What follows belongs to an exercise in optimizing a design on an open flow for small area, a short achievable clock period and few clock cycles per item; a production flow would make more cautious choices.
The RTL was checked by simulation tests, not by an equivalence proof against the original design.

`design/flow/config.mk`:
```
export PLATFORM = sky130hd
export DESIGN_NAME = drover_pid
export DESIGN_NICKNAME = drover_pid
export VERILOG_FILES = /design/flow/design.v
export SDC_FILE = /design/flow/constraint.sdc
export NUM_CORES = 8
export LEC_CHECK = 0
export CAP_MARGIN = 20
export CORE_MARGIN = 2
export CORE_UTILIZATION = 45
export CTS_CLUSTER_DIAMETER = 60
export CTS_CLUSTER_SIZE = 10
export SLEW_MARGIN = 20
```
`design/flow/constraint.sdc`:
```
create_clock -name core_clock -period 90.0 [get_ports {clk}]
set_input_delay 18.0000 -clock core_clock [delete_from_list [all_inputs] [get_ports {clk}]]
set_output_delay 18.0000 -clock core_clock [all_outputs]
set_load 0.01 [all_outputs]
```
`design/flow/design.v`:
```
module drover_pid_rsh (
    input  wire signed [63:0] x,
    input  wire        [4:0]  s,
    output wire signed [63:0] y
);
    wire        neg  = x[63];
    wire [63:0] mag  = neg ? (~x + 64'd1) : x;
    wire [63:0] half = (s == 5'd0) ? 64'd0 : (64'd1 << (s - 5'd1));
    wire [63:0] shr  = (mag + half) >> s;
    assign y = neg ? -$signed(shr) : $signed(shr);
endmodule
module drover_pid (
    input  wire        clk,
    input  wire        rst,           
    input  wire        in_valid,
    output wire        in_ready,
    input  wire        first,         
    input  wire        loser,         
    input  wire        bank_changed,  
    input  wire        preset_en,     
    input  wire [2:0]  mode,          
    input  wire [31:0] a,             
    input  wire [31:0] b,             
    input  wire [31:0] sel,           
    input  wire [31:0] preset,        
    input  wire [31:0] kp,
    input  wire [4:0]  kp_sh,
    input  wire [31:0] ki,
    input  wire [4:0]  ki_sh,
    input  wire [31:0] kd,
    input  wire [4:0]  kd_sh,
    input  wire [31:0] kf,
    input  wire [4:0]  kf_sh,
    input  wire [31:0] out_lo,
    input  wire [31:0] out_hi,
    output reg         out_valid,
    output reg  [31:0] y,
    output reg         sat
);
    localparam signed [66:0] MAX32 = 67'sd2147483647;
    localparam signed [66:0] MIN32 = -67'sd2147483648;
    localparam signed [63:0] MAX64 = 64'sd2147483647;
    localparam signed [63:0] MIN64 = -64'sd2147483648;
    reg signed [31:0] st_i;    
    reg signed [31:0] st_m;    
    reg signed [31:0] st_f;    
    reg signed [31:0] st_u;    
    assign in_ready = 1'b1;
    wire go = in_valid & in_ready;
    wire signed [31:0] sa   = a;
    wire signed [31:0] sb   = b;
    wire signed [31:0] lo   = out_lo;
    wire signed [31:0] hi   = out_hi;
    wire               rev  = mode[0];
    wire               trk  = mode[1] & loser;
    wire               bump = mode[2] & bank_changed;
    wire signed [31:0] m_pre = first ? sb    : st_m;
    wire signed [31:0] f_pre = first ? 32'sd0 : st_f;
    wire signed [31:0] u_pre = first ? 32'sd0 : st_u;
    wire signed [31:0] i_old = first ? 32'sd0 : st_i;
    wire signed [31:0] i_pre = !preset_en           ? i_old :
                               ($signed(preset) < lo) ? lo :
                               ($signed(preset) > hi) ? hi : $signed(preset);
    wire signed [32:0] e  = rev ? ({sb[31], sb} - {sa[31], sa})
                                : ({sa[31], sa} - {sb[31], sb});
    wire signed [32:0] dm = rev ? ({sb[31], sb} - {m_pre[31], m_pre})
                                : ({m_pre[31], m_pre} - {sb[31], sb});
    wire signed [63:0] e64  = {{31{e[32]}}, e};
    wire signed [63:0] dm64 = {{31{dm[32]}}, dm};
    wire signed [63:0] kp64 = {{32{kp[31]}}, kp};
    wire signed [63:0] ki64 = {{32{ki[31]}}, ki};
    wire signed [63:0] kd64 = {{32{kd[31]}}, kd};
    wire signed [63:0] kf64 = {{32{kf[31]}}, kf};
    wire signed [63:0] prod_p = e64 * kp64;
    wire signed [63:0] prod_i = e64 * ki64;
    wire signed [63:0] prod_d = dm64 * kd64;
    wire signed [63:0] p, inc, d_raw;
    drover_pid_rsh u_rsh_p (.x(prod_p), .s(kp_sh), .y(p));
    drover_pid_rsh u_rsh_i (.x(prod_i), .s(ki_sh), .y(inc));
    drover_pid_rsh u_rsh_d (.x(prod_d), .s(kd_sh), .y(d_raw));
    wire signed [31:0] d_sat = (d_raw > MAX64) ? 32'h7FFFFFFF :
                               (d_raw < MIN64) ? 32'h80000000 : d_raw[31:0];
    wire signed [32:0] fdiff  = {d_sat[31], d_sat} - {f_pre[31], f_pre};
    wire signed [63:0] fdiff64 = {{31{fdiff[32]}}, fdiff};
    wire signed [63:0] prod_f = fdiff64 * kf64;
    wire signed [63:0] fstep;
    drover_pid_rsh u_rsh_f (.x(prod_f), .s(kf_sh), .y(fstep));
    wire signed [66:0] f_sum = {{35{f_pre[31]}}, f_pre} + {{3{fstep[63]}}, fstep};
    wire signed [31:0] f_new = (f_sum > MAX32) ? 32'h7FFFFFFF :
                               (f_sum < MIN32) ? 32'h80000000 : f_sum[31:0];
    wire signed [66:0] p67   = {{3{p[63]}}, p};
    wire signed [66:0] inc67 = {{3{inc[63]}}, inc};
    wire signed [66:0] i67   = {{35{i_pre[31]}}, i_pre};
    wire signed [66:0] f67   = {{35{f_new[31]}}, f_new};
    wire signed [66:0] u67   = {{35{u_pre[31]}}, u_pre};
    wire signed [66:0] lo67  = {{35{lo[31]}}, lo};
    wire signed [66:0] hi67  = {{35{hi[31]}}, hi};
    wire signed [66:0] s_pre  = p67 + i67 + f67;
    wire               hold   = ((s_pre >= hi67) && (inc67 > 0)) ||
                                ((s_pre <= lo67) && (inc67 < 0));
    wire signed [66:0] i_next = trk  ? {{35{sel[31]}}, sel} :
                                bump ? (u67 - p67 - f67) :
                                hold ? i67 : (i67 + inc67);
    wire signed [66:0] i_clmp = (i_next < lo67) ? lo67 :
                                (i_next > hi67) ? hi67 : i_next;
    wire signed [66:0] raw    = p67 + i_clmp + f67;
    wire signed [66:0] u_clmp = (raw < lo67) ? lo67 :
                                (raw > hi67) ? hi67 : raw;
    wire               u_sat  = (u_clmp != raw);
    always @(posedge clk) begin
        if (rst) begin
            out_valid <= 1'b0;
        end else begin
            out_valid <= go;
        end
        if (go) begin
            st_i <= i_clmp[31:0];
            st_m <= sb;
            st_f <= f_new;
            st_u <= u_clmp[31:0];
            y    <= u_clmp[31:0];
            sat  <= u_sat;
        end
    end
endmodule
```
`design/flow/run.sh`:
```
#!/bin/bash
# synth_recipe.tcl (not shown) runs the flow's synth.tcl, then flattens the netlist and writes it again
# the make line also repeats each setting of config.mk as NAME=value (left out here)
make -C /OpenROAD-flow-scripts/flow DESIGN_CONFIG=/design/flow/config.mk WORK_HOME=/design/flow/orfs CLKGATE_MAP_FILE= SYNTH_SCRIPT=/design/flow/synth_recipe.tcl finish
```
==> results.toml <==
[worst_setup_path]
critPathMaxFanout = 27
endpoint_kind = "register"
r2r-end = "sat"
cp_slowest_stage_delay_ns = 0.72
path_class = "in -> reg"
reg2reg_setup_slack_ns = 21.74
required_ns = 90.37
reg2reg_depth = 314
regToRegStartpoint = "st_m[1]"
cpMostUsedCell = "a21oi_1"
slowest_stage = "fa_2"
cp.arrival_ns = 85.98
start_kind = "input port"

[finish]
area_delta_synth_final_pct = 6.757
most-common-layout-cells = "inv_1, fa_1, nand2_1"
nNetsFinal = 36400
drive_gt1_share_pct = 5.524
final_common_cell = "inv_1"
finalInstanceArea_um2 = 260100

[die]
start_util_pct = 45.11
coreArea_um2 = 540200
rows = 270
ioPinCount = 385
die-area_um2 = 547400
die_h_um = 739.9
die_w_um = 739.9

[sta]
fmaxAchievable_mhz = 11.68
worst_pin_slew_ns = 1.267
hold_viol = 0
final_max_slew_viol_count = 0
finalSetupViolCount = 0
worst_slew_margin_rel_pct = 15.51
finClkSkew_ns = 0.05279
worst_slack_ns = 4.393
period_share_pct = 95.12
post-route-min-period_ns = 85.61

[yosys]
synth_area_leaders = "fa_1, ha_1, inv_1"
ys_warn_count = 1
syn-num-nets = 36620
ys_ff_latch = 130
synth_ff_type = "edfxtp_1"
ys_seq_area_share_pct = 1.598
synth_edf_count = 129
synth_top_area_cell = "fa_1"
syn_area_um2 = 243700
synthCells = 29830
synth_cell_types = 124
synth.avg_cell_area_um2 = 8.168
yosysTopAreaCellShare_pct = 37.95
ys_async_sr_fraction_pct = 0

[placed_design]
port_buffers = 383
place_ws_ns = -0.3769
dp_hpwl_um = 686100
globalplace.congestion = 0.9945
place_area_um2 = 258100

[route]
ant_nets = 0
drt-wirelength-per-cell_um = 22.56
dr.pass1.iters = 9
drtIter0Drc = 16970
wl_um = 831400
drt-vias-per-instance = 5.767
post-route-drc-count = 0
vias = 212500

[status]
status = "complete, no violations"

[grt]
grt_max_degree = 84
overflow = 0
grt_use_total_pct = 30.32
grt_first_pass_wirelength_um = 1307000
antenna_found_initial = 30
grt_pass1_vias = 220200

[worst_hold_path]
hold_depth = 5
hold_class = "reg -> reg"
hold_end = "st_i[19]"
worstHoldStart = "st_i[19]"

[clock_tree]
clock_latency_ns = 0.61
cts.sinks = 130
cts_tree = "done"
cts.root.buffer_cell = "clkbuf_16"
cts_buffer_depth = 3
cts_buffers = 25
path_clk_slew_ns = 0.10
cts-htree-levels = 4

[flow_run]
max_cap_violations = 0
timing repair:
item	CTS	global route
setup buffers	2	36
pin swaps	1	45
hold buffers	0	0
endpoints found under the setup margin	1	33
resized for setup	4	236
worst max-delay path by stage:
stage          startpoint   to  cells past startpoint
6_report             b[5]  sat                    308
5_1_grt             first  sat                    331
4_1_cts              b[1]  sat                    326
3_5_place_dp         b[1]  sat                    326
3_3_place_gp         b[1]  sat                    323
2_1_floorplan       first  sat                    342
synth_stat cells, types with 312 or more instances:
| master | number |
|---|---|
| inv_1 | 5187 |
| fa_1 | 4619 |
| nand2_1 | 3503 |
| ha_1 | 1823 |
| and2_1 | 1633 |
| nor2_1 | 1516 |
| a21oi_1 | 1390 |
| clkbuf_1 | 1323 |
| o21ai_0 | 918 |
| xnor2_1 | 852 |
| a21o_1 | 544 |
| nor3_1 | 453 |
| mux2i_1 | 438 |
| xor2_1 | 413 |
| nand3_1 | 404 |
| nor2b_1 | 398 |
| nand2b_1 | 383 |
| nand4_1 | 312 |
area by class of cell:
type                       instances  area, um^2
clock inverter                     7       82.58
fill                           53290      280100
tap                             7208        9019
inverter                        5197       19520
clock buffer                      26       629.4
multi-input combinational      23020      216600
antenna                           22       55.05
sequential                       130        3894
timing repair buffer            1233       10350
registers in the layout (all words and copies together), names as in the netlist:
| register | cells |
|---|---|
| st_f | 32 |
| st_i | 32 |
| y | 32 |
| st_m | 32 |
| out_valid | 1 |
| sat | 1 |
worst max-delay path, delay by kind of cell:
kind / cells / cell delay, ns
simple gates: 70 / 13.03
xor+xnor: 7 / 1.24
fa+ha+maj: 33 / 14.24
mux: 10 / 2.32
compound gates: 154 / 31.34
buf+inv: 34 / 5.55
through the flow:
step	hold slack [ns]	util, %	TNS, ns	std cells
after global placement	1.238	47.76	0	36750
after detailed placement	1.256	47.77	-0.3769	36750
final	1.278	48.16	0	36850
after floorplan	0.8597	-	0	29830
after CTS	1.282	47.91	0	36790
after global routing	1.325	48.15	-0.3176	36830
kinds of logic after synthesis:
kind of cell,after synthesis,synth area share [%]
buf+inv,6678,10.37
mux,638,3.015
xor+xnor,1266,4.554
compound gates,5135,13.96
flops,130,1.598
other cells,2,0.003082
fa+ha+maj,6442,47.31
simple gates,9540,19.19
metal layers:
layer	track usage (%)	part of all wire, %	vias up
met5	0.06988	0.015	-
met4	10.90	4.1	12
met3	3.352	6.1	1351
met2	51.64	48	7123
met1	39.90	42	108100
li1	-	-	95940
Testbench counts, summed over its fixed seeds: cycles 12,000, items 12,000.

-- what the ideal ports hide --
In the flow no input, the clock included, has a driving cell. The finished layout below was timed again as built, in two steps. Step 1, drivers: a clkbuf_16 drives clk and a buf_2 each remaining input, both assumed. Step 2 adds t to the input delays and takes it off the output delays; t is the mean of the earliest and latest rising clock arrival at the registers after step 1. Input paths then give back, and output paths get back, about the clock's delay inside the block. Three values: ideal ports, drivers, drivers and shift; two values: the first two.
t, ns: 0.693
setup WS [ns]: 4.393 / 4.474 / 3.781
worst register clock-pin slew, ns: 0.10 / 0.10
After both steps setup and hold are still met in this run. The setup slack of this run moves by +0.081 ns with the drivers and by -0.612 ns with both steps.
